Context: an optimization exercise on an open-source flow, tuned for small area, a short achievable clock period and few clock cycles per item. The choices shown serve that exercise and are no tape-out recipe.

==> run a <==
==> flow/design.v (excerpt) <==
module aes_core (
  input  wire         clk,
  input  wire         rst,        
  input  wire         key_load,   
  input  wire         key_256,    
  input  wire [255:0] key,
  input  wire         start,      
  input  wire         dir,        
  input  wire [127:0] din,
  output wire         ready,
  output reg          done,
  output wire [127:0] dout
);
  function [7:0] xtime(input [7:0] a);
    xtime = {a[6:0], 1'b0} ^ (a[7] ? 8'h1b : 8'h00);
  endfunction
  function [7:0] xinv(input [7:0] a);
    xinv = a[0] ? ({1'b0, a[7:1]} ^ 8'h8d) : {1'b0, a[7:1]};
  endfunction
  function [127:0] shift_rows(input [127:0] s);
    integer r, c;
    begin
      for (c = 0; c < 4; c = c + 1)
        for (r = 0; r < 4; r = r + 1)
          shift_rows[127 - 8*(4*c + r) -: 8] = s[127 - 8*(4*((c + r) % 4) + r) -: 8];
    end
  endfunction
  function [127:0] inv_shift_rows(input [127:0] s);
    integer r, c;
    begin
      for (c = 0; c < 4; c = c + 1)
        for (r = 0; r < 4; r = r + 1)
          inv_shift_rows[127 - 8*(4*c + r) -: 8] = s[127 - 8*(4*((c + 4 - r) % 4) + r) -: 8];
    end
  endfunction
  function [31:0] mix_col(input [31:0] a);
    reg [7:0] a0, a1, a2, a3, t;
    begin
      {a0, a1, a2, a3} = a;
      t = a0 ^ a1 ^ a2 ^ a3;
      mix_col = {a0 ^ t ^ xtime(a0 ^ a1),
                 a1 ^ t ^ xtime(a1 ^ a2),
                 a2 ^ t ^ xtime(a2 ^ a3),
                 a3 ^ t ^ xtime(a3 ^ a0)};
    end
  endfunction
  function [31:0] p_col(input [31:0] a);
    reg [7:0] a0, a1, a2, a3, u, v;
    begin
      {a0, a1, a2, a3} = a;
      u = xtime(xtime(a0 ^ a2));
      v = xtime(xtime(a1 ^ a3));
      p_col = {a0 ^ u, a1 ^ v, a2 ^ u, a3 ^ v};
    end
  endfunction
  function [127:0] mix_columns(input [127:0] s);
    mix_columns = {mix_col(s[127:96]), mix_col(s[95:64]),
  ...
Settings: LEC_CHECK=0, ABC_AREA=1, CAP_MARGIN=20, CORE_MARGIN=2, CORE_UTILIZATION=30, PLACE_DENSITY=0.45, SETUP_SLACK_MARGIN=5, SLEW_MARGIN=20; clock period 12.0 ns.
run.sh (not shown) runs the stock make flow with config.mk's settings and CLKGATE_MAP_FILE= SYNTH_SCRIPT=/design/flow/synth_recipe.tcl, a recipe that flattens the netlist after the stock synthesis.
==> run b (differences from run a) <==
--- a/flow/design.v
+++ b/flow/design.v
@@ -231,12 +231,13 @@
   reg          kb, kph, kconv;    
   reg  [3:0]   kcnt;
   reg  [127:0] r2, r1;      
   reg          pbusy, pdir, p256, yv, klp;
   reg  [4:0]   cnt;         
   reg          ready_r;
+  reg          tsel;        
   wire [127:0] w_hi = w[255:128];
   wire [127:0] w_lo = w[127:0];
   wire [4:0] nr2   = p256 ? 5'd28 : 5'd20;            
   wire [4:0] plast = yv ? nr2 - 5'd1 : nr2 - 5'd2;    
   wire       pend  = pbusy && (cnt == plast);
   wire       free  = (!pbusy || pend) && !kb;
@@ -246,13 +247,15 @@
   wire issue_x = qv && free && !need_conv && !need_init;
   wire issue_y = qv && pbusy && (cnt == 5'd0) && (qdir == pdir);
   wire swap_s  = qv && free && need_conv && wnow;
   wire job_s   = qv && free && ((need_conv && !wnow) || need_init);
   wire issue   = issue_x || issue_y;
   wire kwb     = kb && !kph && (kcnt == 4'd0);        
-  wire step_en = (pbusy && cnt[0] && (cnt <= nr2 - 5'd3)) || (kb && kph);
+  wire step_en = (pbusy && !pdir && !cnt[0] && (cnt <= nr2 - 5'd4)) ||
+                 (pbusy &&  pdir &&  cnt[0] && (cnt <= nr2 - 5'd3)) ||
+                 (kb && kph);
   assign ready = ready_r;
   wire take_key   = ready_r && key_load;
   wire take_start = ready_r && start;
   wire       c_pbusy = issue_x || (pbusy && !pend);
   wire [4:0] c_cnt   = issue_x ? 5'd0 : cnt + 5'd1;
   wire       c_yv    = issue_x ? 1'b0 : (yv || issue_y);
@@ -279,21 +282,24 @@
   wire       rdy_b = !(c_pbusy && !c_pend);
   wire       ready_n = take_start ? (dir ? rdy_a1 : rdy_a0) :
                        take_key   ? rdy_b : rdy_c;
   wire [127:0] kbase = (k256 || kfirst) ? w_hi : w_lo;
   wire [31:0]  ksin  = kfirst ? w_hi[31:0] :
                        (!kfwd && !k256) ? (w_lo[31:0] ^ w_lo[63:32]) : w_lo[31:0];
-  wire [31:0]  ksub_in = krot ? {ksin[23:0], ksin[31:24]} : ksin;
+  wire [31:0]  ksin_s  = s[31:0];
+  wire [31:0]  ksub_in = tsel ? {ksin_s[23:0], ksin_s[31:24]} :
+                         krot ? {ksin[23:0], ksin[31:24]} : ksin;
   wire [31:0]  ksub;
   genvar g;
   generate
     for (g = 0; g < 4; g = g + 1) begin : g_ksbox
       aes_sbox u_sbox (.x(ksub_in[8*g +: 8]), .y(ksub[8*g +: 8]));
     end
   endgenerate
-  wire [31:0]  tsub = ksub ^ (krot ? {rcon, 24'h0} : 32'h0);
+  wire [7:0]   rcx  = tsel ? (s256 ? 8'h01 : 8'h02) : (krot ? rcon : 8'h00);
+  wire [31:0]  tsub = ksub ^ {rcx, 24'h0};
   wire [31:0]  kb0 = kbase[127:96];
   wire [31:0]  kb1 = kbase[95:64];
   wire [31:0]  kb2 = kbase[63:32];
   wire [31:0]  kb3 = kbase[31:0];
   wire [31:0]  kw0 = kb0 ^ t_r;
   wire [31:0]  kn1 = (kb0 ^ kb1) ^ t_r;
@@ -308,14 +314,13 @@
       aes_binv u_bo   (.x(so[8*g +: 8]), .y(sob[8*g +: 8]));
     end
   endgenerate
   wire         g1  = pdir || (cnt >= nr2 - 5'd2);
   wire [127:0] st1 = (pdir ? sob : so) ^ (g1 ? w_lo : 128'h0);
   wire [127:0] mcin = pdir ? p_columns(r1) : r1;
-  wire [127:0] k2   = cnt[0] ? w_lo : w_hi;
-  wire [127:0] st2  = mix_columns(mcin) ^ (pdir ? 128'h0 : k2);
+  wire [127:0] st2  = mix_columns(mcin) ^ (pdir ? 128'h0 : w_hi);
   wire [127:0] ld   = issue ? (q ^ s[255:128]) : st2;
   wire         shd  = issue ? qdir : pdir;
   wire [127:0] sh   = shd ? inv_shift_rows(ld) : shift_rows(ld);
   wire [127:0] shb;
   generate
     for (g = 0; g < 16; g = g + 1) begin : g_bin
@@ -343,12 +348,13 @@
     else if (step_en)
       w <= {w_lo, knew};
   end
   always @(posedge clk) begin
     if (rst) begin
       ready_r <= 1'b1;
+      tsel  <= 1'b1;
       qv    <= 1'b0;
       qdir  <= 1'b0;
       s256  <= 1'b0;
       sdec  <= 1'b0;
       sraw  <= 1'b0;
       wend  <= 1'b0;
@@ -367,12 +373,13 @@
       yv    <= 1'b0;
       klp   <= 1'b0;
       cnt   <= 5'd0;
       done  <= 1'b0;
     end else begin
       ready_r <= ready_n;
+      tsel  <= c_free;
       done <= pbusy && ((cnt == nr2 - 5'd2) || (yv && cnt == nr2 - 5'd1));
       qv <= take_start || (qv && !issue);
       if (ready_r)
         qdir <= dir;
       if (take_key) begin
         s256 <= key_256;
==> flow/flow/run.sh (new file) <==
#!/bin/bash
# Standard ORFS layout, with repair_timing aiming at a setup margin well
# beyond the clock period's slack (the SDC is the standard flow's, unchanged).
set -euo pipefail
bash standard.sh SETUP_SLACK_MARGIN=8 finish > standard_flow.log 2>&1
==> flow/standard.sh (new file) <==
#!/bin/bash
# synth_recipe.tcl (not shown) runs the flow's synth.tcl, then flattens the netlist and writes it again
# the make line also repeats each setting of config.mk as NAME=value (left out here)
make -C /OpenROAD-flow-scripts/flow DESIGN_CONFIG=/design/flow/config.mk WORK_HOME=/design/flow/orfs CLKGATE_MAP_FILE= SYNTH_SCRIPT=/design/flow/synth_recipe.tcl "${@:-finish}"
Settings changed: SETUP_SLACK_MARGIN 5 to default.
removed: flow/run.sh
==> run c (differences from run a) <==
Settings changed: ABC_AREA 1 to default.
==> impl_metrics.csv <==
group,metric,value,unit
finish,seq_share,0.237,
outcome,status,"finished clean",
synthesis,synthesis.area,0.0950,sq mm
finish,fin_nets,12300,
synthesis,yosys.area.top_type_share,0.202,
finish,multi_input_cells,9872,
route,wl_per_cell,30.4,microns
place,dp.cells,15900,
floorplan,rows,206,
setup_path,critPathArrivalTime,7.57,ns
finish,seqCellArea,0.0257,sq mm
synthesis,synth.avg_cell_area,8.11,sq um
timing,hold_slack,0.471,ns
setup_path,path_buf_inv,3,
worst_hold_path,holdCritStartpoint,"p256",
That was run c.
==> impl_metrics.csv <==
group,metric,value,unit
outcome,status,"finished clean",
finish,multi_input_cells,12500,
route,wl_per_cell,23.4,microns
synthesis,synth.avg_cell_area,6.32,sq um
timing,hold_slack,0.481,ns
synthesis,synthesis.area,0.0962,sq mm
synthesis,yosys.area.top_type_share,0.254,
finish,seq_share,0.234,
setup_path,path_buf_inv,6,
That was run a.
==> impl_metrics.csv <==
group,metric,value,unit
outcome,status,"finished clean",
floorplan,rows,204,
finish,fin_nets,16800,
setup_path,path_buf_inv,5,
worst_hold_path,holdCritStartpoint,"kconv",
synthesis,synth.avg_cell_area,6.33,sq um
route,dr.max_layer_used,"met5",
synthesis,yosys.area.top_type_share,0.266,
synthesis,synthesis.area,0.0934,sq mm
finish,seq_share,0.186,
route,wl_per_cell,24.4,microns
timing,hold_slack,0.477,ns
That was run b.
Function was not checked in any run of this note: the RTL went through the layout flow alone.

afterwards: timing with drivers on the ports:
No port has a modelled driver above. Below, the same layouts with a new extraction and two added sets of constraints. Step 1 sets driving cells, clkbuf_16 on the clock port and buf_2 on the other inputs (assumed; they add their load-dependent delay and slew). Step 2 adds t to the input delays and takes it off the output delays; t is the mean of the earliest and latest rising clock arrival at the registers after step 1. Input paths then give back, and output paths get back, about the clock's delay inside the block. Three values: no drivers, after step 1, after step 2; two values: the first two.
run | t, ns | setup WS [ns] | worst setup path at the end | slew at the worst register clock pin (ns)
run a | 0.936 | 6.138 / 6.138 / 6.138 | register to register | 0.07 / 0.07
run b | 0.944 | 7.524 / 7.524 / 7.247 | input to register | 0.07 / 0.07
run c | 0.905 | 5.141 / 5.141 / 5.141 | register to register | 0.07 / 0.07
After both steps every run listed still meets setup and hold. For run b, which loses most, drivers alone change the setup slack by 0.000 ns; drivers and shift together by -0.277 ns.
